Background: an optimization exercise with open tools, aiming at small area, a short achievable clock period and few clock cycles per item. Do not read the settings as production practice. Function was checked by simulation only, so behaviour that the tests miss may differ from the original.

**design/flow/config.mk**
```make
export PLATFORM = sky130hd
export DESIGN_NAME = cph_aes
export DESIGN_NICKNAME = cph_aes
export VERILOG_FILES = /design/flow/design.v
export SDC_FILE = /design/flow/constraint.sdc
export NUM_CORES = 8
export LEC_CHECK = 0
export CAP_MARGIN = 20
export CORE_MARGIN = 2
export CORE_UTILIZATION = 45
export PLACE_DENSITY = 0.8
export SETUP_SLACK_MARGIN = 4.7
export SLEW_MARGIN = 20
export SYNTH_HIERARCHICAL = 1
export SYNTH_MINIMUM_KEEP_SIZE = 0
```
**design/flow/design.v**
```verilog
module g_xor2  (input wire a, input wire b, output wire y); assign y = a ^ b;    endmodule
module g_xnor2 (input wire a, input wire b, output wire y); assign y = ~(a ^ b); endmodule
module g_nand2 (input wire a, input wire b, output wire y); assign y = ~(a & b); endmodule
module g_nor2  (input wire a, input wire b, output wire y); assign y = ~(a | b); endmodule
module g_mux2i (input wire a, input wire b, input wire s, output wire y); assign y = ~(s ? b : a); endmodule
module c_a211oi (input wire A1, input wire A2, input wire B1, input wire C1, output wire Y); assign Y = ~((A1 & A2) | B1 | C1); endmodule
module c_a21oi (input wire A1, input wire A2, input wire B1, output wire Y); assign Y = ~((A1 & A2) | B1); endmodule
module c_a22o (input wire A1, input wire A2, input wire B1, input wire B2, output wire X); assign X = (A1 & A2) | (B1 & B2); endmodule
module c_a31oi (input wire A1, input wire A2, input wire A3, input wire B1, output wire Y); assign Y = ~((A1 & A2 & A3) | B1); endmodule
module c_a32oi (input wire A1, input wire A2, input wire A3, input wire B1, input wire B2, output wire Y); assign Y = ~((A1 & A2 & A3) | (B1 & B2)); endmodule
module c_and3 (input wire A, input wire B, input wire C, output wire X); assign X = A & B & C; endmodule
module c_clkinv (input wire A, output wire Y); assign Y = ~A; endmodule
module c_nand2 (input wire A, input wire B, output wire Y); assign Y = ~(A & B); endmodule
module c_nand2b (input wire A_N, input wire B, output wire Y); assign Y = ~(~A_N & B); endmodule
module c_nor2 (input wire A, input wire B, output wire Y); assign Y = ~(A | B); endmodule
module c_nor2b (input wire A, input wire B_N, output wire Y); assign Y = ~(A | ~B_N); endmodule
module c_o211ai (input wire A1, input wire A2, input wire B1, input wire C1, output wire Y); assign Y = ~((A1 | A2) & B1 & C1); endmodule
module c_o21ai (input wire A1, input wire A2, input wire B1, output wire Y); assign Y = ~((A1 | A2) & B1); endmodule
module c_o32ai (input wire A1, input wire A2, input wire A3, input wire B1, input wire B2, output wire Y); assign Y = ~((A1 | A2 | A3) & (B1 | B2)); endmodule
module c_xor2 (input wire A, input wire B, output wire X); assign X = A ^ B; endmodule
module aes_ginv(d, m);
  input [3:0] d;
  wire [3:0] d;
  output [8:0] m;
  wire [8:0] m;
  wire _00_;
  wire _01_;
  wire _02_;
  wire _03_;
  wire _04_;
  wire _05_;
  wire _06_;
  wire _07_;
  wire _08_;
  wire _09_;
  wire _10_;
  wire _11_;
  wire _12_;
  wire _13_;
  wire _14_;
  wire _15_;
  c_clkinv _16_ (
    .A(d[3]),
    .Y(_00_)
  );
  c_nand2 _17_ (
    .A(d[0]),
    .B(d[2]),
    .Y(_01_)
  );
  c_nor2 _18_ (
    .A(d[1]),
    .B(_01_),
    .Y(_02_)
  );
  c_nand2b _19_ (
    .A_N(d[0]),
    .B(d[1]),
    .Y(_03_)
  );
  c_nand2b _20_ (
    .A_N(d[3]),
    .B(d[1]),
    .Y(_04_)
  );
  c_xor2 _21_ (
    .A(d[1]),
    .B(d[0]),
    .X(_05_)
  );
  c_o211ai _22_ (
    .A1(d[1]),
    .A2(_01_),
    .B1(_03_),
    .C1(_04_),
    .Y(m[7])
  );
  c_and3 _23_ (
    .A(d[1]),
    .B(d[2]),
    .C(d[3]),
    .X(_06_)
  );
  c_a21oi _24_ (
    .A1(_00_),
    .A2(_01_),
    .B1(_06_),
    .Y(m[6])
  );
  c_nand2b _25_ (
    .A_N(d[1]),
    .B(d[3]),
    .Y(_07_)
  );
  c_nand2 _26_ (
    .A(d[0]),
    .B(_07_),
    .Y(_08_)
  );
  c_nand2 _27_ (
    .A(d[2]),
    .B(_04_),
    .Y(_09_)
  );
  c_xor2 _28_ (
    .A(_08_),
    .B(_09_),
    .X(m[5])
  );
  c_nor2b _29_ (
    .A(d[0]),
    .B_N(d[2]),
    .Y(_10_)
  );
  c_nor2 _30_ (
    .A(d[2]),
    .B(_05_),
    .Y(_11_)
  );
  c_o32ai _31_ (
    .A1(d[3]),
    .A2(_02_),
    .A3(_11_),
    .B1(_10_),
    .B2(_07_),
    .Y(m[4])
  );
  c_a21oi _32_ (
    .A1(d[1]),
    .A2(d[2]),
    .B1(d[0]),
    .Y(_12_)
  );
  c_xor2 _33_ (
    .A(_04_),
    .B(_12_),
    .X(m[3])
  );
  c_o21ai _34_ (
    .A1(d[0]),
    .A2(_00_),
    .B1(d[1]),
    .Y(_13_)
  );
  c_a211oi _35_ (
    .A1(d[1]),
    .A2(d[3]),
    .B1(d[2]),
    .C1(d[0]),
    .Y(_14_)
  );
  c_a21oi _36_ (
    .A1(d[2]),
    .A2(_13_),
    .B1(_14_),
    .Y(m[2])
  );
  c_a22o _37_ (
    .A1(d[2]),
    .A2(_07_),
    .B1(_11_),
    .B2(d[3]),
    .X(m[1])
  );
  c_nand2 _38_ (
    .A(d[2]),
    .B(d[3]),
    .Y(_15_)
  );
  c_a31oi _39_ (
    .A1(d[0]),
    .A2(_07_),
    .A3(_15_),
    .B1(_14_),
    .Y(m[0])
  );
  c_a32oi _40_ (
    .A1(_07_),
    .A2(_13_),
    .A3(_15_),
    .B1(d[2]),
    .B2(d[0]),
    .Y(m[8])
  );
endmodule
module aes_sbox_hi (
    input  wire [7:0]  a,
    output wire [17:0] m
);
    wire U0 = a[7], U1 = a[6], U2 = a[5], U3 = a[4], U4 = a[3], U5 = a[2], U6 = a[1], U7 = a[0];
    wire T1, T2, T3, T4, T5, T6, T7, T8, T9, T10, T11, T12, T13, T14, T15, T16, T17, T18, T19, T20, T21, T22, T23, T24, T25, T26, T27, M1, M2, M3, M4, M5, M6, M7, M8, M9, M10, M11, M12, M13, M14, M15, M16, M17, M18, M19, M20, M21, M22, M23, M37, M38, M39, M40, M41, M42, M43, M44, M45;
    g_xor2 u0 (.a(U0), .b(U3), .y(T1));
    g_xor2 u1 (.a(U0), .b(U5), .y(T2));
    g_xor2 u2 (.a(U0), .b(U6), .y(T3));
    g_xor2 u3 (.a(U3), .b(U5), .y(T4));
    g_xor2 u4 (.a(U4), .b(U6), .y(T5));
    g_xor2 u5 (.a(T1), .b(T5), .y(T6));
    g_xor2 u6 (.a(U1), .b(U2), .y(T7));
    g_xor2 u7 (.a(U7), .b(T6), .y(T8));
    g_xor2 u8 (.a(U7), .b(T7), .y(T9));
    g_xor2 u9 (.a(T6), .b(T7), .y(T10));
    g_xor2 u10 (.a(U1), .b(U5), .y(T11));
    g_xor2 u11 (.a(U2), .b(U5), .y(T12));
    g_xor2 u12 (.a(T3), .b(T4), .y(T13));
    g_xor2 u13 (.a(T6), .b(T11), .y(T14));
    g_xor2 u14 (.a(T5), .b(T11), .y(T15));
    g_xor2 u15 (.a(T5), .b(T12), .y(T16));
    g_xor2 u16 (.a(T9), .b(T16), .y(T17));
    g_xor2 u17 (.a(U3), .b(U7), .y(T18));
    g_xor2 u18 (.a(T7), .b(T18), .y(T19));
    g_xor2 u19 (.a(T1), .b(T19), .y(T20));
    g_xor2 u20 (.a(U6), .b(U7), .y(T21));
    g_xor2 u21 (.a(T7), .b(T21), .y(T22));
    g_xor2 u22 (.a(T2), .b(T22), .y(T23));
    g_xor2 u23 (.a(T2), .b(T10), .y(T24));
    g_xor2 u24 (.a(T20), .b(T17), .y(T25));
    g_xor2 u25 (.a(T3), .b(T16), .y(T26));
    g_xor2 u26 (.a(T1), .b(T12), .y(T27));
    g_nand2 u27 (.a(T13), .b(T6), .y(M1));
    g_nand2 u28 (.a(T23), .b(T8), .y(M2));
    g_xnor2 u29 (.a(T14), .b(M1), .y(M3));
    g_nand2 u30 (.a(T19), .b(U7), .y(M4));
    g_xor2 u31 (.a(M4), .b(M1), .y(M5));
    g_nand2 u32 (.a(T3), .b(T16), .y(M6));
    g_nand2 u33 (.a(T22), .b(T9), .y(M7));
    g_xnor2 u34 (.a(T26), .b(M6), .y(M8));
    g_nand2 u35 (.a(T20), .b(T17), .y(M9));
    g_xor2 u36 (.a(M9), .b(M6), .y(M10));
    g_nand2 u37 (.a(T1), .b(T15), .y(M11));
    g_nand2 u38 (.a(T4), .b(T27), .y(M12));
    g_xor2 u39 (.a(M12), .b(M11), .y(M13));
    g_nand2 u40 (.a(T2), .b(T10), .y(M14));
    g_xor2 u41 (.a(M14), .b(M11), .y(M15));
    g_xnor2 u42 (.a(M3), .b(M2), .y(M16));
    g_xor2 u43 (.a(M5), .b(T24), .y(M17));
    g_xnor2 u44 (.a(M8), .b(M7), .y(M18));
    g_xor2 u45 (.a(M10), .b(M15), .y(M19));
    g_xor2 u46 (.a(M16), .b(M13), .y(M20));
    g_xor2 u47 (.a(M17), .b(M15), .y(M21));
    g_xor2 u48 (.a(M18), .b(M13), .y(M22));
    g_xor2 u49 (.a(M19), .b(T25), .y(M23));
    aes_ginv u_inv (.d({M20, M21, M22, M23}), .m({M45, M44, M43, M42, M41, M40, M39, M38, M37}));
    g_nand2 u50 (.a(M44), .b(T6), .y(m[0]));
    g_nand2 u51 (.a(M40), .b(T8), .y(m[1]));
    g_nand2 u52 (.a(M39), .b(U7), .y(m[2]));
    g_nand2 u53 (.a(M43), .b(T16), .y(m[3]));
    g_nand2 u54 (.a(M38), .b(T9), .y(m[4]));
    g_nand2 u55 (.a(M37), .b(T17), .y(m[5]));
    g_nand2 u56 (.a(M42), .b(T15), .y(m[6]));
    g_nand2 u57 (.a(M45), .b(T27), .y(m[7]));
    g_nand2 u58 (.a(M41), .b(T10), .y(m[8]));
    g_nand2 u59 (.a(M44), .b(T13), .y(m[9]));
    g_nand2 u60 (.a(M40), .b(T23), .y(m[10]));
    g_nand2 u61 (.a(M39), .b(T19), .y(m[11]));
    g_nand2 u62 (.a(M43), .b(T3), .y(m[12]));
    g_nand2 u63 (.a(M38), .b(T22), .y(m[13]));
    g_nand2 u64 (.a(M37), .b(T20), .y(m[14]));
    g_nand2 u65 (.a(M42), .b(T1), .y(m[15]));
    g_nand2 u66 (.a(M45), .b(T4), .y(m[16]));
    g_nand2 u67 (.a(M41), .b(T2), .y(m[17]));
endmodule
module aes_sbox_lo (
    input  wire [17:0] m,
    output wire [7:0]  y
);
    wire M46 = m[0], M47 = m[1], M48 = m[2], M49 = m[3], M50 = m[4], M51 = m[5], M52 = m[6], M53 = m[7], M54 = m[8], M55 = m[9], M56 = m[10], M57 = m[11], M58 = m[12], M59 = m[13], M60 = m[14], M61 = m[15], M62 = m[16], M63 = m[17];
    wire L0, L1, L2, L3, L4, L5, L6, L7, L8, L9, L10, L11, L12, L13, L14, L15, L16, L17, L18, L19, L20, L21, L22, L23, L24, L25, L26, L27, L28, L29;
    g_xor2 u0 (.a(M61), .b(M62), .y(L0));
    g_xor2 u1 (.a(M50), .b(M56), .y(L1));
    g_xor2 u2 (.a(M46), .b(M48), .y(L2));
    g_xor2 u3 (.a(M47), .b(M55), .y(L3));
    g_xor2 u4 (.a(M54), .b(M58), .y(L4));
    g_xor2 u5 (.a(M49), .b(M61), .y(L5));
    g_xnor2 u6 (.a(M62), .b(L5), .y(L6));
    g_xnor2 u7 (.a(M46), .b(L3), .y(L7));
    g_xor2 u8 (.a(M51), .b(M59), .y(L8));
    g_xor2 u9 (.a(M52), .b(M53), .y(L9));
    g_xnor2 u10 (.a(M53), .b(L4), .y(L10));
    g_xnor2 u11 (.a(M60), .b(L2), .y(L11));
    g_xor2 u12 (.a(M48), .b(M51), .y(L12));
    g_xnor2 u13 (.a(M50), .b(L0), .y(L13));
    g_xor2 u14 (.a(M52), .b(M61), .y(L14));
    g_xnor2 u15 (.a(M55), .b(L1), .y(L15));
    g_xnor2 u16 (.a(M56), .b(L0), .y(L16));
    g_xnor2 u17 (.a(M57), .b(L1), .y(L17));
    g_xnor2 u18 (.a(M58), .b(L8), .y(L18));
    g_xnor2 u19 (.a(M63), .b(L4), .y(L19));
    g_xor2 u20 (.a(L0), .b(L1), .y(L20));
    g_xor2 u21 (.a(L1), .b(L7), .y(L21));
    g_xor2 u22 (.a(L3), .b(L12), .y(L22));
    g_xor2 u23 (.a(L18), .b(L2), .y(L23));
    g_xor2 u24 (.a(L15), .b(L9), .y(L24));
    g_xor2 u25 (.a(L6), .b(L10), .y(L25));
    g_xor2 u26 (.a(L7), .b(L9), .y(L26));
    g_xor2 u27 (.a(L8), .b(L10), .y(L27));
    g_xor2 u28 (.a(L11), .b(L14), .y(L28));
    g_xor2 u29 (.a(L11), .b(L17), .y(L29));
    g_xor2 u30 (.a(L6), .b(L24), .y(y[7]));
    g_xnor2 u31 (.a(L16), .b(L26), .y(y[6]));
    g_xnor2 u32 (.a(L19), .b(L28), .y(y[5]));
    g_xor2 u33 (.a(L6), .b(L21), .y(y[4]));
    g_xor2 u34 (.a(L20), .b(L22), .y(y[3]));
    g_xor2 u35 (.a(L25), .b(L29), .y(y[2]));
    g_xnor2 u36 (.a(L13), .b(L27), .y(y[1]));
    g_xnor2 u37 (.a(L6), .b(L23), .y(y[0]));
endmodule
module aes_mixcol (
    input  wire [31:0] c,      
    input  wire        en,
    output wire [31:0] g
);
    wire [7:0] s [0:3];
    assign s[0] = c[31:24]; assign s[1] = c[23:16]; assign s[2] = c[15:8]; assign s[3] = c[7:0];
    wire [7:0] p [0:3];        
    wire [7:0] x [0:3];        
    wire [7:0] t;              
    wire [7:0] u [0:3];        
    genvar i, b;
    generate
        for (i = 0; i < 4; i = i + 1) begin : g_col
            for (b = 0; b < 8; b = b + 1) begin : g_bit
                g_xor2 u_p (.a(s[i][b]), .b(s[(i+1)%4][b]), .y(p[i][b]));
                if (b == 1 || b == 3 || b == 4) begin : g_red
                    g_xor2 u_x (.a(p[i][b-1]), .b(p[i][7]), .y(x[i][b]));
                end else if (b == 0) begin : g_b0
                    assign x[i][0] = p[i][7];
                end else begin : g_sh
                    assign x[i][b] = p[i][b-1];
                end
                g_xor2  u_u (.a(t[b]), .b(x[i][b]), .y(u[i][b]));
                g_nand2 u_g (.a(en), .b(u[i][b]), .y(g[31 - 8*i - 7 + b]));
            end
        end
        for (b = 0; b < 8; b = b + 1) begin : g_t
            g_xor2 u_t (.a(p[0][b]), .b(p[2][b]), .y(t[b]));
        end
    endgenerate
endmodule
module cph_aes (
    input  wire         clk,
    input  wire         rst,          
    input  wire         in_valid,
    output wire         in_ready,
    input  wire [255:0] in_key,       
    input  wire [127:0] in_block,     
    output reg          out_valid,
    output wire [127:0] out_block     
);
    reg          s_busy;
    reg  [3:0]   s_round;             
    reg  [127:0] st;                  
    reg  [127:0] qa;                  
    reg  [127:0] qb;                  
    reg          p_busy;
    reg  [3:0]   p_round;             
    reg  [287:0] pm;                  
    reg  [127:0] ra, rb;              
    reg  [71:0] rm;                  
    reg          rdy, ld_n;
    reg  [127:0] res;                 
    wire load = !ld_n;
    assign in_ready  = rdy;
    assign out_block = res;
    genvar g;
    wire [287:0] pm_d;
    wire [71:0] rm_d;
    generate
        for (g = 0; g < 16; g = g + 1) begin : g_sbh
            aes_sbox_hi u_sb (.a(st[127 - 8*g -: 8]), .m(pm_d[287 - 18*g -: 18]));
        end
        for (g = 0; g < 4; g = g + 1) begin : g_ksbh
            aes_sbox_hi u_ksb (.a(qb[31 - 8*g -: 8]), .m(rm_d[71 - 18*g -: 18]));
        end
    endgenerate
    wire [127:0] sub;
    generate
        for (g = 0; g < 16; g = g + 1) begin : g_sbl
            aes_sbox_lo u_sb (.m(pm[287 - 18*g -: 18]), .y(sub[127 - 8*g -: 8]));
        end
    endgenerate
    wire [127:0] shf;
    generate
        for (g = 0; g < 16; g = g + 1) begin : g_sr
            assign shf[127 - 8*g -: 8] = sub[127 - 8*((g + 4*(g % 4)) % 16) -: 8];
        end
    endgenerate
    wire p_last = (p_round == 4'd14);
    wire mc_en  = ld_n;
    wire [127:0] mg;           
    generate
        for (g = 0; g < 4; g = g + 1) begin : g_mc
            aes_mixcol u_mc (.c(shf[127 - 32*g -: 32]), .en(mc_en), .g(mg[127 - 32*g -: 32]));
        end
    endgenerate
    wire [127:0] xr, rk_n, rnd_out;
    generate
        for (g = 0; g < 128; g = g + 1) begin : g_ark
            wire ik, xs_n;
            g_xor2  u_r (.a(shf[g]), .b(rb[g]), .y(xr[g]));
            g_xor2  u_i (.a(in_block[g]), .b(in_key[128 + g]), .y(ik));
            g_mux2i u_s (.a(xr[g]), .b(ik), .s(load), .y(xs_n));
            g_xor2  u_m (.a(xs_n), .b(mg[g]), .y(rnd_out[g]));
            g_mux2i u_k (.a(rb[g]), .b(in_key[128 + g]), .s(load), .y(rk_n[g]));
        end
    endgenerate
    wire [31:0] ksub;
    generate
        for (g = 0; g < 4; g = g + 1) begin : g_ksbl
            aes_sbox_lo u_ksb (.m(rm[71 - 18*g -: 18]), .y(ksub[31 - 8*g -: 8]));
        end
    endgenerate
    reg [7:0] rcon;
    always @(*) begin
        case (p_round[3:1])
            3'd0:    rcon = 8'h01;
            3'd1:    rcon = 8'h02;
            3'd2:    rcon = 8'h04;
            3'd3:    rcon = 8'h08;
            3'd4:    rcon = 8'h10;
            3'd5:    rcon = 8'h20;
            3'd6:    rcon = 8'h40;
            default: rcon = 8'h80;
        endcase
    end
    wire [31:0] t = p_round[0] ? ({ksub[23:0], ksub[31:24]} ^ {rcon, 24'h0}) : ksub;
    wire [31:0] b0 = ra[127:96], b1 = ra[95:64], b2 = ra[63:32], b3 = ra[31:0];
    wire [31:0] c1, c2, c3, n0, n1, n2, n3;
    generate
        for (g = 0; g < 32; g = g + 1) begin : g_ks
            g_xor2  u_p1 (.a(b0[g]), .b(b1[g]), .y(c1[g]));     
            g_xor2  u_p2 (.a(c1[g]), .b(b2[g]), .y(c2[g]));     
            g_xor2  u_p3 (.a(c2[g]), .b(b3[g]), .y(c3[g]));     
            g_xnor2 u_n0 (.a(b0[g]), .b(t[g]),  .y(n0[g]));
            g_xor2  u_n1 (.a(c1[g]), .b(t[g]),  .y(n1[g]));
            g_xnor2 u_n2 (.a(c2[g]), .b(t[g]),  .y(n2[g]));
            g_xor2  u_n3 (.a(c3[g]), .b(t[g]),  .y(n3[g]));
        end
    endgenerate
    always @(posedge clk) begin
        if (rst) begin
            s_busy    <= 1'b0;
            p_busy    <= 1'b0;
            out_valid <= 1'b0;
            rdy       <= 1'b1;
            ld_n      <= 1'b0;
            s_round   <= 4'd1;
            p_round   <= 4'd1;
        end else begin
            p_busy    <= s_busy;
            p_round   <= s_round;
            out_valid <= p_busy && p_last;
            rdy       <= !s_busy || (s_round == 4'd14);
            ld_n      <= s_busy && (s_round != 4'd14);
            if (load) begin
                s_busy  <= in_valid;
                s_round <= 4'd1;
            end else begin
                s_busy  <= 1'b1;
                s_round <= p_round + 4'd1;
            end
        end
    end
    always @(posedge clk) begin
        pm <= pm_d;
        ra <= qa;
        rb <= qb;
        rm <= rm_d;
        st <= rnd_out;
        qa <= rk_n;
        res <= xr;
        qb <= load ? in_key[127:0] : {n0, n1, n2, n3};
    end
endmodule
```
**design/flow/flow/run.sh**
```bash
#!/bin/bash
# The standard layout, except that the port buffers are plain
# sky130_fd_sc_hd__buf_1 cells rather than the delay cells buffer_ports picks.
set -euo pipefail
bash standard.sh "BUFFER_PORTS_ARGS=-buffer_cell sky130_fd_sc_hd__buf_1" finish > standard_flow.log 2>&1
```
**design/flow/standard.sh**
```bash
#!/bin/bash
# synth_recipe.tcl (not shown) runs the flow's synth.tcl, then flattens the netlist and writes it again
# the make line also repeats each setting of config.mk as NAME=value (left out here)
make -C /OpenROAD-flow-scripts/flow DESIGN_CONFIG=/design/flow/config.mk WORK_HOME=/design/flow/orfs CLKGATE_MAP_FILE= SYNTH_SCRIPT=/design/flow/synth_recipe.tcl "${@:-finish}"
```
**design/flow/constraint.sdc**
```tcl
create_clock -name core_clock -period 8.0 [get_ports {clk}]
set_input_delay 1.6000 -clock core_clock [delete_from_list [all_inputs] [get_ports {clk}]]
set_output_delay 1.6000 -clock core_clock [all_outputs]
set_load 0.01 [all_outputs]
```
==> results of run 1 <==
[what timing repair did]
action / in CTS / in global routing
resized for setup: 162 / 253
pin swaps: 10 / 19
buffers inserted: 47 / 62
setup endpoints to repair: 466 / 410
[flip-flops by register name, summed over array words and instances (netlist names)]
| register | count |
|---|---|
| qa | 128 |
| s_busy | 1 |
| p_busy | 1 |
| qb | 128 |
| rb | 128 |
| p_round | 4 |
| st | 128 |
| res | 128 |
| ld_n | 1 |
| out_valid | 1 |
| rdy | 1 |
| pm | 288 |
| ra | 128 |
| s_round | 4 |
| rm | 72 |
[final cells by class]
cell class / count / area (um^2) / share of cell area [%]
inverters: 23 / 90.1 / 0.131
well taps: 1650 / 2060 / 3.00
multi-input cells: 4133 / 36500 / 53.0
clock buffers: 153 / 3240 / 4.71
diodes: 5 / 12.5 / 0.0182
flip-flops and latches: 1141 / 22900 / 33.2
clock inverters: 66 / 865 / 1.26
repair buffers: 670 / 3160 / 4.60
[kinds of logic (layout without fill, tap and decap cells)]
family,count (synthesis),count (layout),synth area share (%)
DFF,1141,1141,40.4
adders and majority gates,2,2,0.0443
and+or+nand+nor,921,921,6.96
muxes,408,408,8.22
xor gates and xnor gates,2594,2594,40.2
AOI/OAI and AO/OA,208,208,3.48
other,0,5,0
buffers and inverters,46,912,0.653
[through the flow]
step	utilization, %	hold WS, ps
floorplan	-	310
global placement	48.4	310
detailed placement	48.4	312
CTS	53.0	303
global route	55.0	319
finish	55.0	304
[per-module statistics from Yosys (local to each module, per instance), a selection]
module	cells	copies in the design	area, um^2
g_mux2i	1	256	10.0
c_and3	1	20	6.26
c_a211oi	1	20	12.5
g_xor2	1	2100	8.76
c_xor2	1	60	8.76
c_o21ai	1	20	5.00
c_clkinv	1	20	3.75
c_nand2b	1	60	6.26
c_nor2	1	40	3.75
c_a22o	1	20	8.76
cph_aes	1372	1	25600
c_o32ai	1	20	16.3
c_a32oi	1	20	8.76
c_nor2b	1	20	13.8
c_o211ai	1	20	12.5
[placed cells by master, fill, tap and decap left out, drive strengths merged]
| master | count |
|---|---|
| xor2 | 2165 |
| dfxtp | 1141 |
| nand2 | 748 |
| buf | 669 |
| xnor2 | 429 |
| mux2i | 256 |
| clkbuf | 154 |
| mux2 | 152 |
| a21oi | 68 |
| nand2b | 61 |
| nor2 | 54 |
| clkinv | 33 |
| inv | 31 |
| nor2b | 24 |
| o211ai | 20 |
| and3 | 20 |
| o32ai | 20 |
| o21ai | 20 |
| a211oi | 20 |
| a22o | 20 |
| a31oi | 20 |
| a32oi | 20 |
| bufinv | 14 |
| clkinvlp | 11 |
| diode | 5 |
| nand3b | 3 |
| nor3b | 3 |
| nand3 | 2 |
| ha | 2 |
| or2 | 2 |
| nor3 | 1 |
| nand4 | 1 |
| nand4b | 1 |
| and2 | 1 |
[critical path, stage by stage, from the launching register on]
cell,delay [ps]
dfxtp_1,400
xor2_1,270
xnor2_1,210
xor2_1,120
xnor2_1,350
xor2_1,120
a21oi_1,860
xor2_1,710
mux2_4,270
[worst paths after layout]
path                from     end  slack (ps)  depth (start not counted)
setup / recovery  rm[36]  qb[93]        4640                          8
hold / removal    qa[84]  ra[84]         300                          0
setup reg to reg  rm[36]  qb[93]        4640                          8
hold reg to reg   qa[84]  ra[84]         300                          0
[per-layer routing]
metal  up-vias  wire length [um]  track usage [%]
li1      18300                 -                -
met1     19400             79600             37.5
met2      1754             81000             41.8
met3       368             16100             5.99
met4         4             10400             14.1
met5         -                28                0
[synthesized netlist by cell type, types with 2 or more instances]
cell / instances / area share [%]
xor2_1: 2165 / 34
dfxtp_1: 1141 / 40
nand2_1: 748 / 5.0
xnor2_1: 429 / 6.7
mux2i_1: 256 / 4.5
mux2_4: 98 / 2.6
nand2b_1: 61 / 0.68
a21oi_2: 60 / 0.93
mux2_2: 54 / 1.1
nor2_1: 54 / 0.36
inv_1: 23 / 0.15
a211oi_2: 20 / 0.44
a22o_1: 20 / 0.31
a31oi_1: 20 / 0.22
a32oi_1: 20 / 0.31
and3_1: 20 / 0.22
nor2b_4: 20 / 0.49
o211ai_2: 20 / 0.44
o21ai_1: 20 / 0.18
o32ai_2: 20 / 0.58
buf_12: 10 / 0.35
buf_2: 9 / 0.080
a21oi_1: 8 / 0.071
nor2b_1: 4 / 0.044
nand3b_1: 3 / 0.040
nor3b_2: 3 / 0.066
ha_1: 2 / 0.044
nand3_1: 2 / 0.018
==> results.toml, run 1 <==
[timing]
fin_ws_ps = 4640
totalNegativeSetupSlack_ps = 0
tightest_slew_ps = 1230
fmax_ghz = 0.298
finClkSkew_ps = 60.6
rsz0062_at_grt = "yes"
setup_viol = 0
hold_viol_final = 0
max_slew_margin_pct = 17.6
period_share_pct = 42.0
fin_crit_ps = 3360
slew_viol_final = 0

[place]
place_congestion = 1.00
dp_cells = 7508
numPortBuffers = 516
dp_hpwl_mm = 148
place_ws_ps = 4050
placed_area_mm2 = 0.0606

[yosys]
synth_ff_type = "dfxtp_1"
netlist_instances = 5320
async_flop_share_pct = 0
yosysUniqueCellTypes = 38
synth_edf_count = 0
ys_ff_latch = 1141
yosys_warnings = 8
syn_area_mm2 = 0.0565
synth_seq_area_share_pct = 40.4
syn_avg_cell_area_um2 = 10.6
synth_fp_nets = 5709

[clocking]
cts_tree = "yes"
clkSlewWorstSetupHoldPaths_ps = 60
clkSinkCount = 1141
clk_latency_ps = 770
cts-buffers-inserted = 116
htreeDepth = 3
clk_path_buf_depth = 3
cts_hold_buf = 0
cts-root-buf = "clkbuf_16"

[routing]
vias = 39800
final_antenna_net_count = 0
viasPerCell = 5.07
drt-pass1-iter-count = 5
totalWireLength_mm = 187
drc = 0
drt_iter0_drc = 3559
routedWlPerCell_um = 23.9

[grt]
grt_overflow = 0
grt_pass1_wl_mm = 259
antenna_found_initial = 13
grt_pass1_vias = 39300
grt_max_degree = 66
grt_use_total_pct = 27.8

[finish]
fin_area_mm2 = 0.0688
drive_gt1_share_pct = 16.1
nFillCells = 10500
fin_cells = 7841
fin_nets = 6474
area_growth_pct = 21.7

[floorplanning]
die_h_um = 358
die_area_mm2 = 0.128
fp.coreArea_mm2 = 0.125
die_x_um = 358
start_util_pct = 45.2
ios = 517
fp-row-count = 130

[critical_path]
path_class = "reg -> reg"
crit_required_ps = 8710
crit_fanout = 4
endpoint_kind = "register"
worstPathArrival_ps = 4070
start_kind = "register"

[hold_path]
hold_class = "reg -> reg"

[run_status]
status = "no timing/DRC/antenna violations"

[job]
maxCapViolCount = 0
Testbench counts, summed over its fixed seeds: cycles 45,408, items 3,238.
==> inputs of run 2 (changes only) <==
--- a/design/flow/config.mk
+++ b/design/flow/config.mk
@@ -10,3 +10,4 @@
 export CORE_UTILIZATION = 45
-export PLACE_DENSITY = 0.8
+export GPL_ROUTABILITY_DRIVEN = 0
+export PLACE_DENSITY = 0.6
 export SETUP_SLACK_MARGIN = 4.7
==> run 2 against run 1 <==
  * Die area unchanged
  * First-iteration DRC count decreased by 30%
  * Flip-flop and latch count unchanged
  * Non-clock buffer count decreased by 37
  * Final cell count decreased by 0.27%
  * Maximum frequency increased by 1.1%
  * Routed wire length decreased by 2.4%
  * Synthesized cell count unchanged
  * Critical path depth increased by 1
  * Critical path type unchanged
==> results.toml, run 2 <==
[floorplanning]
fp-row-count = 130
die_x_um = 358
die_h_um = 358
die_area_mm2 = 0.128
start_util_pct = 45.2
ios = 517
fp.coreArea_mm2 = 0.125

[critical_path]
rr_endpoint = "st[112]"
crit_required_ps = 8590
r2r_slack_ps = 4680
crit_chain = "xor2_1, xnor2_1, xor2_1, xnor2_1, xor2_1, xor2_1, xor2_1, nand2_1, xor2_1"
endpoint = "st[112]"
cpMostUsedCell = "xor2_1"
path_class = "reg -> reg"
startpoint = "pm[185]"
worstPathArrival_ps = 3910
slowest_stage = "xnor2_1"
start_kind = "register"
rr_worst_depth = 9
crit_fanout = 4
regToRegStartpoint = "pm[185]"
endpoint_kind = "register"
crit_path_max_incr_delay_ps = 610

[routing]
drt_iter0_drc = 2479
viasPerCell = 4.87
final_antenna_net_count = 0
vias = 38100
totalWireLength_mm = 183
drt-pass1-iter-count = 7
routedWlPerCell_um = 23.4
drc = 0

[job]
maxCapViolCount = 0

[timing]
setup_viol = 0
finClkSkew_ps = 29.7
hold_viol_final = 0
period_share_pct = 41.5
tightest_slew_ps = 1250
fmax_ghz = 0.301
max_slew_margin_pct = 16.2
rsz0062_at_grt = "yes"
totalNegativeSetupSlack_ps = 0
fin_crit_ps = 3320
slew_viol_final = 0
hold_slack_ps = 295

[yosys]
synth_seq_area_share_pct = 40.4
synth_top_area_share_pct = 40.4
ys_top_cells_by_area = "dfxtp_1, xor2_1, xnor2_1, nand2_1, mux2i_1"
yosys_warnings = 8
ys_ff_latch = 1141
syn_area_mm2 = 0.0565
yosys.area.top_type = "dfxtp_1"
synth_edf_count = 0
synth_commonest_cells = "xor2_1, dfxtp_1, nand2_1, xnor2_1, mux2i_1"
async_flop_share_pct = 0
syn_avg_cell_area_um2 = 10.6
netlist_instances = 5320
synth_fp_nets = 5709
synth_ff_type = "dfxtp_1"
yosysUniqueCellTypes = 38
synth.most_common_cell = "xor2_1"

[clocking]
cts_hold_buf = 0
clk_latency_ps = 770
cts_tree = "yes"
clkSinkCount = 1141
clkSlewWorstSetupHoldPaths_ps = 60
cts-buffers-inserted = 130
htreeDepth = 4
clk_path_buf_depth = 3
cts-root-buf = "clkbuf_16"

[finish]
final_common_cell = "xor2_1"
top_register = "pm"
fin_cells = 7820
drive_gt1_share_pct = 15.9
area_growth_pct = 21.8
largest_register_ffs = 288
regArea_mm2 = 0.0229
multi_input_area_mm2 = 0.0365
fin_nets = 6451
mostFrequentLayoutCells = "xor2_1, dfxtp_1, nand2_1, buf_1, xnor2_1"
nFillCells = 11000

[grt]
grt_pass1_vias = 38000
antenna_found_initial = 3
grt_use_total_pct = 27.6
grt_overflow = 0
grt_max_degree = 130
grt_pass1_wl_mm = 254

[place]
dp_cells = 7509
dp_hpwl_mm = 146
numPortBuffers = 516

[run_status]
status = "no timing/DRC/antenna violations"

[hold_path]
hold_class = "reg -> reg"
[run 2: cell counts after synthesis]
No cell type changed its count.
[run 2: kinds of logic after synthesis]
| kind of cell | count (synthesis) | synth area share (%) |
|---|---|---|
| mux | 408 | 8.22 |
| xor+xnor | 2594 | 40.2 |
| compound gates | 208 | 3.48 |
| buf+inv | 46 | 0.653 |
| fa+ha+maj | 2 | 0.0443 |
| simple gates | 921 | 6.96 |
| flops | 1141 | 40.4 |
[run 2: worst max-delay path: cells and delay by family, from the launching register on]
family                    cells  cell delay, ps
and+or+nand+nor               1              90
xor gates and xnor gates      8            2710
DFF                           1             360
[run 2: worst min path at each step]
| stage | to | cells after the start | from |
|---|---|---|---|
| 5_1_grt | ra[109] | 0 | qa[109] |
| 3_5_place_dp | ra[83] | 0 | qa[83] |
| 2_1_floorplan | ra[0] | 0 | qa[0] |
| 4_1_cts | ra[109] | 0 | qa[109] |
| 6_report | ra[109] | 0 | qa[109] |
| 3_3_place_gp | rb[61] | 0 | qb[61] |
[run 2: per-module statistics from Yosys (local to each module, per instance), a selection]
module,flip-flops and latches,times used
c_and3,0,20
g_xnor2,0,424
c_clkinv,0,20
c_o21ai,0,20
c_a31oi,0,20
c_o32ai,0,20
c_nand2b,0,60
g_xor2,0,2100
c_xor2,0,60
c_a22o,0,20
[run 2: timing repair]
action,4_1_cts,5_1_grt
resized for setup,155,255
setup endpoints to repair,411,412
buffers inserted,37,34
pin swaps,8,19
endpoints found under the hold margin,0,0
[run 2: through the flow]
step	util, %	setup WS, ps	instance area, um^2
after floorplan	-	1030	56500
after global placement	48.4	4110	60600
after detailed placement	48.4	4140	60600
after CTS	53.2	4630	66500
after global routing	55.0	4550	68800
final	55.0	4680	68800
[run 2: area by class of cell]
| type | count | area share (%) |
|---|---|---|
| Sequential cell | 1141 | 33.2 |
| Inverter | 23 | 0.131 |
| Clock buffer | 184 | 5.51 |
| Tap cell | 1650 | 3.00 |
| Timing Repair Buffer | 633 | 4.14 |
| Multi-Input combinational cell | 4133 | 53.0 |
| Clock inverter | 53 | 0.994 |
| Antenna cell | 3 | 0.0109 |
[run 2: routing by layer]
| layer | track usage [%] | vias to the layer above | part of all wire [%] |
|---|---|---|---|
| li1 | - | 18200 | - |
| met1 | 37.6 | 18500 | 45 |
| met2 | 43.7 | 1140 | 45 |
| met3 | 4.38 | 290 | 5.3 |
| met4 | 10.5 | 2 | 3.9 |
| met5 | 0 | - | 0.0071 |
==> inputs of run 3 (changes only) <==
--- a/design/flow/config.mk
+++ b/design/flow/config.mk
@@ -10,3 +10,2 @@
 export CORE_UTILIZATION = 45
-export GPL_ROUTABILITY_DRIVEN = 0
 export PLACE_DENSITY = 0.6
==> run 3 against run 2 <==
  * Still clean
  * Highest routed layer unchanged
  * Sequential share of layout area is 0.058 points lower
  * Clock-buffer cell count is 19 lower
  * First-iteration DRC count is 5.4% lower
  * Maximum frequency is 0.90% higher
  * Synthesized cell count stayed put
==> results.toml, run 3 <==
[run_status]
status = "no timing/DRC/antenna violations"

[clocking]
clk_path_buf_depth = 3
cts-root-buf = "clkbuf_16"
clkSlewWorstSetupHoldPaths_ps = 60
cts_hold_buf = 0
cts-buffers-inserted = 121
clk_latency_ps = 780
cts_tree = "yes"
htreeDepth = 3
clkSinkCount = 1141

[place]
numPortBuffers = 516
dp_hpwl_mm = 148
place_congestion = 0.955
dp_cells = 7510

[critical_path]
crit_fanout = 4
startpoint = "pm[33]"
endpoint = "st[67]"
regToRegStartpoint = "pm[33]"
crit_path_max_incr_delay_ps = 460
endpoint_kind = "register"
rr_endpoint = "st[67]"
start_kind = "register"
r2r_slack_ps = 4710
rr_worst_depth = 9
cpMostUsedCell = "xor2_1"
worstPathArrival_ps = 3930
crit_required_ps = 8640
path_class = "reg -> reg"
slowest_stage = "xor2_1"
crit_chain = "xor2_1, xor2_1, xor2_2, buf_4, xor2_1, xor2_2, xor2_1, nand2_1, xor2_1"

[grt]
grt-busiest-layer = "met2"
antenna_found_initial = 11
grt_overflow = 0
grt_use_total_pct = 27.8
grt_use_met2_pct = 44.5
met1_usage_pct = 37.8
grt_pass1_vias = 38200
grt_pass1_wl_mm = 256
grt_max_degree = 135
met3_usage_pct = 4.16

[job]
maxCapViolCount = 0

[yosys]
ys_top_cells_by_area = "dfxtp_1, xor2_1, xnor2_1, nand2_1, mux2i_1"
synth_commonest_cells = "xor2_1, dfxtp_1, nand2_1, xnor2_1, mux2i_1"
yosys.area.top_type = "dfxtp_1"
syn_avg_cell_area_um2 = 10.6
ys_ff_latch = 1141
synth_ff_type = "dfxtp_1"
yosysUniqueCellTypes = 38
synth.most_common_cell = "xor2_1"
synth_fp_nets = 5709
syn_area_mm2 = 0.0565
async_flop_share_pct = 0
synth_edf_count = 0
synth_seq_area_share_pct = 40.4
yosys_warnings = 8
netlist_instances = 5320
synth_top_area_share_pct = 40.4

[routing]
routedWlPerCell_um = 23.6
vias = 38100
drt-pass1-iter-count = 5
final_antenna_net_count = 0
viasPerCell = 4.87
totalWireLength_mm = 185
drt_iter0_drc = 2346
drc = 0

[floorplanning]
start_util_pct = 45.2
ios = 517
fp-row-count = 130
die_h_um = 358
die_x_um = 358
fp.coreArea_mm2 = 0.125
die_area_mm2 = 0.128

[timing]
rsz0062_at_grt = "yes"
period_share_pct = 41.2
tightest_slew_ps = 1030
fmax_ghz = 0.304
hold_viol_final = 0
fin_crit_ps = 3290
setup_viol = 0
max_slew_margin_pct = 29.3
finClkSkew_ps = 42.8
slew_viol_final = 0
totalNegativeSetupSlack_ps = 0

[finish]
largest_register_ffs = 288
area_growth_pct = 22.0
fin_cells = 7829
nFillCells = 11100
fin_nets = 6456
fin_util_pct = 55.1
final_common_cell = "xor2_1"
drive_gt1_share_pct = 16.1
mostFrequentLayoutCells = "xor2_1, dfxtp_1, nand2_1, buf_1, xnor2_1"
top_register = "pm"

[hold_path]
hold_class = "reg -> reg"
-- run 3: cell counts after synthesis --
Identical to the previous run, type by type.
-- run 3: final cells by class --
class / count / area, um^2 / share of cell area (%)
Tap cell: 1650 / 2060 / 2.99
Clock buffer: 165 / 3350 / 4.86
Timing Repair Buffer: 647 / 2980 / 4.32
Multi-Input combinational cell: 4133 / 36700 / 53.2
Sequential cell: 1141 / 22900 / 33.2
Clock inverter: 64 / 913 / 1.32
Inverter: 23 / 90.1 / 0.131
Antenna cell: 6 / 15.0 / 0.0218
-- run 3: how the worst min path moves through the flow --
stage          startpoint     end  slack, ps  depth (start not counted)
3_5_place_dp       qa[57]  ra[57]        310                          0
6_report           qb[62]  rb[62]        310                          0
5_1_grt            qa[86]  ra[86]        320                          0
4_1_cts            qb[85]  rb[85]        320                          0
2_1_floorplan       qa[0]   ra[0]        310                          0
3_3_place_gp       qb[94]  rb[94]        310                          0
-- run 3: cell families (layout without fill, tap and decap cells) --
| logic type | after synthesis | in the layout | share of synthesized area, % |
|---|---|---|---|
| buf+inv | 46 | 899 | 0.653 |
| compound gates | 208 | 208 | 3.48 |
| xor+xnor | 2594 | 2594 | 40.2 |
| other cells | 0 | 6 | 0 |
| mux | 408 | 408 | 8.22 |
| fa+ha+maj | 2 | 2 | 0.0443 |
| flops | 1141 | 1141 | 40.4 |
| simple gates | 921 | 921 | 6.96 |
-- run 3: per-stage QoR --
| stage | setup slack, ps | hold slack (ps) | instance area (um^2) |
|---|---|---|---|
| after global placement | 3950 | 309 | 60600 |
| after global routing | 4640 | 324 | 68900 |
| after CTS | 4620 | 321 | 66600 |
| after floorplan | 1030 | 310 | 56500 |
| final | 4710 | 314 | 68900 |
| after detailed placement | 3890 | 312 | 60600 |
-- run 3: repair_timing --
action | in CTS | in global routing
pin swaps | 11 | 29
endpoints found under the setup margin | 409 | 397
setup buffers | 28 | 56
gates resized for setup | 188 | 244
-- run 3: Yosys stat by module (local to each module, per instance), excerpt --
module    flops+latches  cells  area, um^2
c_a211oi              0      1        12.5
c_o21ai               0      1        5.00
c_clkinv              0      1        3.75
c_xor2                0      1        8.76
c_a31oi               0      1        6.26
c_o211ai              0      1        12.5
cph_aes            1141   1372       25600
-- run 3: worst max-delay path: cells and delay by family, from the launching register on --
kind	cells	cell delay [ps]
buffers and inverters	1	250
XOR/XNOR	7	2400
AND/OR/NAND/NOR	1	120
flip-flops	1	390
-- run 3: per-layer routing --
layer	up-vias	wire (um)
met2	1121	84400
met5	-	23
met3	267	9940
li1	18200	-
met1	18500	83300
met4	4	7110
==> inputs of run 4 (changes only) <==
--- a/design/flow/config.mk
+++ b/design/flow/config.mk
@@ -10,4 +10,6 @@
 export CORE_UTILIZATION = 45
+export CTS_CLUSTER_DIAMETER = 100
+export CTS_CLUSTER_SIZE = 20
 export PLACE_DENSITY = 0.6
-export SETUP_SLACK_MARGIN = 4.7
+export SETUP_SLACK_MARGIN = 4.8
 export SLEW_MARGIN = 20
==> run 4 against run 3 <==
  * Sequential share of layout area up 0.33 points
  * Final cell count down 0.70%
  * Largest cell class unchanged
  * First-iteration DRC count up 21%
  * Via count about the same
  * Critical path type unchanged
  * Core utilization down 0.35 points
==> results.toml, run 4 <==
[clocking]
cts-root-buf = "clkbuf_16"
cts-buffers-inserted = 68
clkSinkCount = 1141
clk_latency_ps = 670
cts_tree = "yes"
htreeDepth = 3
clk_path_buf_depth = 3
cts_hold_buf = 0
clkSlewWorstSetupHoldPaths_ps = 90

[yosys]
yosys.area.top_type = "dfxtp_1"
ys_top_cells_by_area = "dfxtp_1, xor2_1, xnor2_1, nand2_1, mux2i_1"
yosysUniqueCellTypes = 38
ys_ff_latch = 1141
syn_avg_cell_area_um2 = 10.6
yosys_warnings = 8
synth_commonest_cells = "xor2_1, dfxtp_1, nand2_1, xnor2_1, mux2i_1"
netlist_instances = 5320
synth_ff_type = "dfxtp_1"
syn_area_mm2 = 0.0565
synth_fp_nets = 5709
synth_seq_area_share_pct = 40.4
synth.most_common_cell = "xor2_1"
async_flop_share_pct = 0
synth_edf_count = 0
synth_top_area_share_pct = 40.4

[floorplanning]
die_h_um = 358
ios = 517
die_x_um = 358
fp-row-count = 130
fp.coreArea_mm2 = 0.125
die_area_mm2 = 0.128
start_util_pct = 45.2

[routing]
highest_layer = "met5"
final_antenna_net_count = 0
vias = 38100
wl_met2_mm = 85.0
viasPerCell = 4.90
drc = 0
wl_met1_mm = 84.0
totalWireLength_mm = 188
drt_iter0_drc = 2848
routedWlPerCell_um = 24.2
dr_wl_met3_mm = 10.9
drt-pass1-iter-count = 6

[critical_path]
crit_required_ps = 8470
slowest_stage = "xnor2_1"
endpoint_kind = "register"
crit_chain = "xor2_1, xnor2_4, xnor2_1, xor2_1, xor2_1, xor2_1, nand2_1, xor2_1"
critPathBufInv = 0
crit_fanout = 4
worstPathArrival_ps = 3820
start_kind = "register"
cpMostUsedCell = "xor2_1"
crit_path_max_incr_delay_ps = 570
path_class = "reg -> reg"
crit_family = "XOR/XNOR gates"

[hold_path]
hold_class = "reg -> reg"

[timing]
max_slew_margin_pct = 15.9
rsz0062_at_grt = "yes"
finClkSkew_ps = 42.2
period_share_pct = 41.8
fin_crit_ps = 3350
fmax_ghz = 0.299
tightest_slew_ps = 1260
setup_viol = 0
slew_viol_final = 0
totalNegativeSetupSlack_ps = 0
hold_viol_final = 0

[finish]
largest_register_ffs = 288
nFillCells = 11000
fin_util_pct = 54.8
fin_nets = 6496
drive_gt1_share_pct = 18.3
final_common_cell = "xor2_1"
area_growth_pct = 21.3
mostFrequentLayoutCells = "xor2_1, dfxtp_1, nand2_1, buf_1, xnor2_1"
regArea_mm2 = 0.0229
top_register = "pm"
multi_input_area_mm2 = 0.0379
fin_area_mm2 = 0.0685

[place]
dp_hpwl_mm = 151
placed_area_mm2 = 0.0606
numPortBuffers = 516
place_congestion = 0.956

[grt]
grt_overflow = 0
antenna_found_initial = 8
grt_use_total_pct = 28.1
grt_max_degree = 76
grt_pass1_vias = 37500
grt_pass1_wl_mm = 258

[job]
maxCapViolCount = 0

[run_status]
status = "no timing/DRC/antenna violations"
-- run 4: stage by stage --
step,setup slack [ps],instances,hold WS (ps)
2_1_floorplan,1030,5320,310
3_3_place_gp,4080,7506,310
3_5_place_dp,4090,7506,312
4_1_cts,4720,7642,316
5_1_grt,4650,7768,323
6_report,4650,7774,312
-- run 4: final timing paths --
path,from,to,slack [ps],cells after the start
setup / recovery,pm[105],st[112],4650,8
hold / removal,qb[100],rb[100],310,0
setup reg to reg,pm[105],st[112],4650,8
hold reg to reg,qb[100],rb[100],310,0
-- run 4: routing by layer --
layer  vias up  GRT usage, %
met1     18600          38.9
met4         4          11.3
li1      18100             -
met3       243          3.84
met2      1205          44.2
met5         -             0
-- run 4: layout make-up --
cell class	count	share of cell area, %
Timing Repair Buffer	740	5.38
Clock buffer	74	2.62
Tap cell	1650	3.01
Clock inverter	5	0.0767
Inverter	23	0.131
Multi-Input combinational cell	4133	55.3
Antenna cell	8	0.0292
Sequential cell	1141	33.5
-- run 4: kinds of logic (layout without fill, tap and decap cells) --
logic type,count (synthesis),count (layout),synth area share [%]
xor+xnor,2594,2594,40.2
flops,1141,1141,40.4
simple gates,921,921,6.96
mux,408,408,8.22
compound gates,208,208,3.48
buf+inv,46,842,0.653
fa+ha+maj,2,2,0.0443
other cells,0,8,0
-- run 4: per-module statistics from Yosys, one instance, submodules excluded, excerpt --
| module | cell area (um^2) | flip-flops and latches |
|---|---|---|
| cph_aes | 25600 | 1141 |
| c_nor2b | 13.8 | 0 |
| c_a211oi | 12.5 | 0 |
| c_xor2 | 8.76 | 0 |
| g_xor2 | 8.76 | 0 |
| g_xnor2 | 8.76 | 0 |
| c_a21oi | 8.76 | 0 |
| c_nand2b | 6.26 | 0 |
| c_a31oi | 6.26 | 0 |
| c_and3 | 6.26 | 0 |
| g_nand2 | 3.75 | 0 |
| c_clkinv | 3.75 | 0 |
-- run 4: worst register-to-register path, delay by kind of cell (launching register included) --
| family | cells | cell delay [ps] |
|---|---|---|
| xor gates and xnor gates | 7 | 2640 |
| DFF | 1 | 420 |
| and+or+nand+nor | 1 | 100 |
-- run 4: repair_timing --
action                                  4_1_cts  5_1_grt
endpoints found under the setup margin      448      404
setup buffers                                57      124
gates cloned                                  0        0
resized for setup                           296      329
pin swaps                                    23       72
==> inputs of run 5 (changes only) <==
--- a/design/flow/config.mk
+++ b/design/flow/config.mk
@@ -13,3 +13,3 @@
 export PLACE_DENSITY = 0.6
-export SETUP_SLACK_MARGIN = 4.8
+export SETUP_SLACK_MARGIN = 4.7
 export SLEW_MARGIN = 20
==> run 5 against run 4 <==
  * Synthesized cell count unchanged
  * Global-route usage decreased by 0.60 points
  * Flip-flop and latch count did not move
  * Non-clock buffer count is 89 lower
  * Register-to-register slack gained 70 ps
  * Critical path depth decreased by 3
  * First-iteration DRC count fell by 14%
  * Sequential share of layout area rose by 0.81 points
  * Maximum frequency up 2.1%
  * Core utilization down 1.5 points
  * Hold slack improved by 12 ps
  * Critical path type unchanged
==> results.toml, run 5 <==
[grt]
antenna_found_initial = 9
grt_use_total_pct = 27.5
grt_overflow = 0
grt_pass1_wl_mm = 253
grt_pass1_vias = 37500
grt_max_degree = 135

[clocking]
htreeDepth = 3
cts-root-buf = "clkbuf_16"
clkSlewWorstSetupHoldPaths_ps = 90
cts_hold_buf = 0
cts_tree = "yes"
clkSinkCount = 1141
cts-buffers-inserted = 68
clk_path_buf_depth = 3
clk_latency_ps = 700

[finish]
drive_gt1_share_pct = 14.8
largest_register_ffs = 288
top_register = "pm"
mostFrequentLayoutCells = "xor2_1, dfxtp_1, nand2_1, buf_1, xnor2_1"
fin_cells = 7686
nFillCells = 11300
multi_input_area_mm2 = 0.0368
fin_util_pct = 53.3
final_common_cell = "xor2_1"
fin_nets = 6407
regArea_mm2 = 0.0229
area_growth_pct = 18.0

[floorplanning]
die_x_um = 358
start_util_pct = 45.2
fp.coreArea_mm2 = 0.125
ios = 517
die_area_mm2 = 0.128
die_h_um = 358
fp-row-count = 130

[routing]
viasPerCell = 4.89
final_antenna_net_count = 0
drt_iter0_drc = 2454
vias = 37600
drt-pass1-iter-count = 5
drc = 0
totalWireLength_mm = 183
routedWlPerCell_um = 23.8

[yosys]
synth_seq_area_share_pct = 40.4
yosysUniqueCellTypes = 38
synth_commonest_cells = "xor2_1, dfxtp_1, nand2_1, xnor2_1, mux2i_1"
ys_ff_latch = 1141
yosys.area.top_type = "dfxtp_1"
synth_ff_type = "dfxtp_1"
yosys_warnings = 8
synth.most_common_cell = "xor2_1"
synth_top_area_share_pct = 40.4
netlist_instances = 5320
ys_top_cells_by_area = "dfxtp_1, xor2_1, xnor2_1, nand2_1, mux2i_1"
synth_fp_nets = 5709
synth_edf_count = 0
syn_avg_cell_area_um2 = 10.6
syn_area_mm2 = 0.0565
async_flop_share_pct = 0

[critical_path]
worstPathArrival_ps = 3810
crit_required_ps = 8530
endpoint_kind = "register"
crit_fanout = 88
crit_path_max_incr_delay_ps = 930
start_kind = "register"
crit_chain = "clkinvlp_4, buf_12, buf_6, mux2i_1, xor2_1"
path_class = "reg -> reg"
slowest_stage = "dfxtp_4"

[timing]
rsz0062_at_grt = "yes"
setup_viol = 0
max_slew_margin_pct = 19.4
period_share_pct = 41.0
tightest_slew_ps = 1200
fmax_ghz = 0.305
slew_viol_final = 0
fin_crit_ps = 3280
hold_viol_final = 0
totalNegativeSetupSlack_ps = 0
finClkSkew_ps = 48.3

[place]
dp_cells = 7510
numPortBuffers = 516
place_congestion = 0.955
dp_hpwl_mm = 148

[hold_path]
hold_class = "reg -> reg"

[job]
maxCapViolCount = 0

[run_status]
status = "no timing/DRC/antenna violations"
==> run 5: changes by cell type in the layout (fill, tap and decap cells not counted), moves of 3 or more <==
| cell | delta |
|---|---|
| dfxtp_4 | -3 |
| xor2_4 | -32 |
| dfxtp_1 | +50 |
| xnor2_2 | -7 |
| inv_6 | +4 |
| buf_4 | -89 |
| xnor2_4 | -3 |
| xnor2_1 | +10 |
| xor2_1 | +80 |
| diode_2 | -3 |
| xor2_2 | -48 |
| dfxtp_2 | -47 |
==> run 5: per-module statistics from Yosys, one instance, submodules excluded, excerpt <==
| module | flops+latches | area (um^2) |
|---|---|---|
| g_nand2 | 0 | 3.75 |
| c_o32ai | 0 | 16.3 |
| c_nor2b | 0 | 13.8 |
| c_a31oi | 0 | 6.26 |
| c_nand2 | 0 | 3.75 |
| g_mux2i | 0 | 10.0 |
==> run 5: final timing paths <==
kind / slack, ps / cells after the start / endpoint / startpoint
min reg2reg: 320 / 0 / ra[41] / qa[41]
min: 320 / 0 / ra[41] / qa[41]
max: 4720 / 5 / st[46] / ld_n
max reg2reg: 4720 / 5 / st[46] / ld_n
==> run 5: what timing repair did <==
action,in CTS,in global routing
pin swaps,13,32
gates resized for setup,196,254
endpoints found under the setup margin,413,393
buffers inserted,33,55
==> run 5: through the flow <==
stage	hold slack [ps]	setup slack (ps)	cell area, um^2
after detailed placement	312	3890	60600
after global routing	332	4620	66700
after floorplan	310	1030	56500
after global placement	309	3950	60600
final	324	4720	66700
after CTS	324	4600	64300
==> run 5: cell type report <==
cell class	instances	share of cell area [%]
Clock inverter	9	0.146
Multi-Input combinational cell	4133	55.1
Antenna cell	5	0.0188
Sequential cell	1141	34.3
Inverter	23	0.135
Tap cell	1650	3.10
Timing Repair Buffer	651	4.50
Clock buffer	74	2.66
==> run 5: cells by family (layout without fill, tap and decap cells) <==
logic type	Yosys count	in the layout	share of synthesized area, %
XOR/XNOR	2594	2594	40.2
flip-flops	1141	1141	40.4
AO/OA/AOI/OAI	208	208	3.48
buffers and inverters	46	757	0.653
adder cells (fa/ha/maj)	2	2	0.0443
AND/OR/NAND/NOR	921	921	6.96
other	0	5	0
multiplexers	408	408	8.22
==> run 5: per-layer routing <==
layer / wire [um] / up-vias / share of wire, % / track usage (%)
met1: 82800 / 18300 / 45 / 38.0
met5: 23 / - / 0.013 / 0
met2: 83600 / 1052 / 46 / 44.3
li1: - / 18000 / - / -
met4: 6910 / 4 / 3.8 / 9.42
met3: 9540 / 242 / 5.2 / 3.44
==> run 5: critical path, delay by kind of cell (launching register included) <==
kind,cells,cell delay [ps]
xor+xnor,1,130
buf+inv,3,1050
flops,1,930
mux,1,810
==> inputs of run 6 (changes only) <==
--- a/design/flow/config.mk
+++ b/design/flow/config.mk
@@ -10,6 +10,6 @@
 export CORE_UTILIZATION = 45
-export CTS_CLUSTER_DIAMETER = 100
-export CTS_CLUSTER_SIZE = 20
+export CTS_CLUSTER_DIAMETER = 120
+export CTS_CLUSTER_SIZE = 24
 export PLACE_DENSITY = 0.6
-export SETUP_SLACK_MARGIN = 4.7
+export SETUP_SLACK_MARGIN = 4.8
 export SLEW_MARGIN = 20
==> run 6 against run 5 <==
  * Core utilization up 1.2 points
  * Flip-flop and latch count unchanged
  * Area after synthesis unchanged
  * Routed wire length up 2.3%
  * Die area unchanged
  * Highest routed layer unchanged
  * Via count up 1.0%
  * Hold slack better by 0.69 ps
  * Critical path depth up 4
  * Clock skew down 27 ps
==> results.toml, run 6 <==
[routing]
viasPerCell = 4.90
drt-pass1-iter-count = 5
final_antenna_net_count = 0
drc = 0
routedWlPerCell_um = 24.2
vias = 37900
drt_iter0_drc = 2860
totalWireLength_mm = 187

[critical_path]
crit_path_max_incr_delay_ps = 400
endpoint_kind = "register"
crit_required_ps = 8610
crit_chain = "xor2_1, xnor2_1, xor2_1, xnor2_2, xor2_1, xor2_2, xor2_1, nand2_1, xor2_1"
crit_fanout = 4
path_class = "reg -> reg"
cpMostUsedCell = "xor2_1"
regToRegStartpoint = "pm[207]"
startpoint = "pm[207]"
start_kind = "register"
worstPathArrival_ps = 3840
slowest_stage = "xnor2_2"

[clocking]
cts-root-buf = "clkbuf_16"
cts-buffers-inserted = 54
htreeDepth = 2
cts_tree = "yes"
clk_latency_ps = 700
cts_hold_buf = 0
clk_path_buf_depth = 3
clkSinkCount = 1141
clkSlewWorstSetupHoldPaths_ps = 100

[yosys]
synth_seq_area_share_pct = 40.4
yosys_warnings = 8
synth_top_area_share_pct = 40.4
synth_edf_count = 0
ys_top_cells_by_area = "dfxtp_1, xor2_1, xnor2_1, nand2_1, mux2i_1"
syn_avg_cell_area_um2 = 10.6
synth_commonest_cells = "xor2_1, dfxtp_1, nand2_1, xnor2_1, mux2i_1"
ys_ff_latch = 1141
syn_area_mm2 = 0.0565
synth_ff_type = "dfxtp_1"
synth.most_common_cell = "xor2_1"
yosys.area.top_type = "dfxtp_1"
yosysUniqueCellTypes = 38
netlist_instances = 5320
synth_fp_nets = 5709
async_flop_share_pct = 0

[floorplanning]
die_x_um = 358
fp.coreArea_mm2 = 0.125
die_area_mm2 = 0.128
die_h_um = 358
fp-row-count = 130
start_util_pct = 45.2
ios = 517

[timing]
fin_ws_ps = 4770
max_slew_margin_pct = 14.8
tightest_slew_ps = 1270
hold_slack_ps = 325
period_share_pct = 40.4
fin_crit_ps = 3230
setup_viol = 0
rsz0062_at_grt = "yes"
totalNegativeSetupSlack_ps = 0
slew_viol_final = 0
hold_viol_final = 0
finClkSkew_ps = 21.1
fmax_ghz = 0.310

[hold_path]
hold_class = "reg -> reg"
min-delay-start = "qa[102]"

[grt]
grt_pass1_wl_mm = 257
grt_pass1_vias = 37400
antenna_found_initial = 11
grt_use_total_pct = 28.0
grt_overflow = 0
grt_max_degree = 76

[finish]
nFillCells = 11000
mostFrequentLayoutCells = "xor2_1, dfxtp_1, nand2_1, buf_1, xnor2_1"
fin_nets = 6473
drive_gt1_share_pct = 18.2
area_growth_pct = 20.7
fin_util_pct = 54.5
final_common_cell = "xor2_1"
largest_register_ffs = 288
top_register = "pm"
fin_cells = 7743

[place]
dp_hpwl_mm = 151
place_congestion = 0.956
dp_cells = 7506
numPortBuffers = 516
place_ws_ps = 4090

[job]
maxCapViolCount = 0

[run_status]
status = "no timing/DRC/antenna violations"
-- run 6: worst max-delay path: cells and delay by family (launching register included) --
kind	cells	cell delay, ps
DFF	1	350
and+or+nand+nor	1	300
xor gates and xnor gates	8	2470
-- run 6: timing repair --
item                                    in CTS  in global routing
gates resized for setup                    299                338
buffers inserted                            62                110
pin swaps                                   26                 66
endpoints found under the setup margin     453                409
gates cloned                                 0                  0
-- run 6: cell families (layout without fill, tap and decap cells) --
group | after synthesis | after routing | synth area share [%]
xor gates and xnor gates | 2594 | 2594 | 40.2
DFF | 1141 | 1141 | 40.4
and+or+nand+nor | 921 | 921 | 6.96
muxes | 408 | 408 | 8.22
AOI/OAI and AO/OA | 208 | 208 | 3.48
buffers and inverters | 46 | 816 | 0.653
adders and majority gates | 2 | 2 | 0.0443
other | 0 | 3 | 0
-- run 6: modules after synthesis, one instance, submodules excluded, a selection --
module,cell area (um^2),flops+latches
c_nor2,3.75,0
c_nor2b,13.8,0
c_o21ai,5.00,0
c_xor2,8.76,0
g_xor2,8.76,0
g_mux2i,10.0,0
c_a31oi,6.26,0
-- run 6: area by class of cell --
cell class	count	area, um^2	share of cell area (%)
Antenna cell	3	7.51	0.0110
Clock buffer	60	1460	2.14
Clock inverter	2	36.3	0.0532
Inverter	23	90.1	0.132
Multi-Input combinational cell	4133	37900	55.6
Sequential cell	1141	22900	33.7
Tap cell	1650	2060	3.03
Timing Repair Buffer	731	3630	5.33
-- run 6: routing by layer --
metal	vias to the layer above	wire length [um]	share of wire, %	GRT usage [%]
met5	-	37	0.020	0
met4	6	7260	3.9	9.77
met3	242	11100	5.9	3.90
met2	1167	85300	46	44.5
met1	18500	83400	45	38.8
li1	18100	-	-	-
-- run 6: per-stage QoR --
step	cell area [um^2]
floorplan	56500
global placement	60600
detailed placement	60600
CTS	64900
global route	68200
finish	68200
-- run 6: path summary, 6_finish.rpt --
kind	cells past startpoint	end	slack (ps)
min	0	ra[102]	320
min reg2reg	0	ra[102]	320
max reg2reg	9	st[78]	4770
max	9	st[78]	4770

## afterwards: timing with drivers on the ports
The results above use ideal ports. As a check the final layouts listed here were re-extracted and re-timed, cells and wires unchanged. Step 1 (the two cells are an assumption about what drives the block):
set clk [get_ports {clk}]
set_driving_cell -lib_cell sky130_fd_sc_hd__clkbuf_16 $clk
set_driving_cell -lib_cell sky130_fd_sc_hd__buf_2 [delete_from_list [all_inputs] $clk]
Step 2 moves the port delays by t, midway between the first and last clock arrival at a register: inputs arrive t later, outputs are due t later. That takes back most of the time a late clock gives input paths. Three values: no drivers, after step 1, after step 2; two values: the first two.
| run | t, ns | slack for setup (ns) | worst hold slack (ns) | worst setup path after step 2 | pins driven straight from the clock port |
|---|---|---|---|---|---|
| run 1 | 0.821 | 4.640 / 4.640 / 4.640 | 0.304 / 0.304 / 0.304 | register to register | 1 |
| run 2 | 0.832 | 4.677 / 4.677 / 4.677 | 0.295 / 0.295 / 0.295 | register to register | 1 |
| run 3 | 0.843 | 4.707 / 4.707 / 4.707 | 0.314 / 0.314 / 0.314 | register to register | 1 |
| run 4 | 0.730 | 4.653 / 4.653 / 4.653 | 0.312 / 0.312 / 0.312 | register to register | 1 |
| run 5 | 0.754 | 4.721 / 4.721 / 4.721 | 0.324 / 0.324 / 0.324 | register to register | 1 |
| run 6 | 0.778 | 4.770 / 4.770 / 4.770 | 0.325 / 0.325 / 0.325 | register to register | 1 |
After both steps every run listed still meets setup and hold.
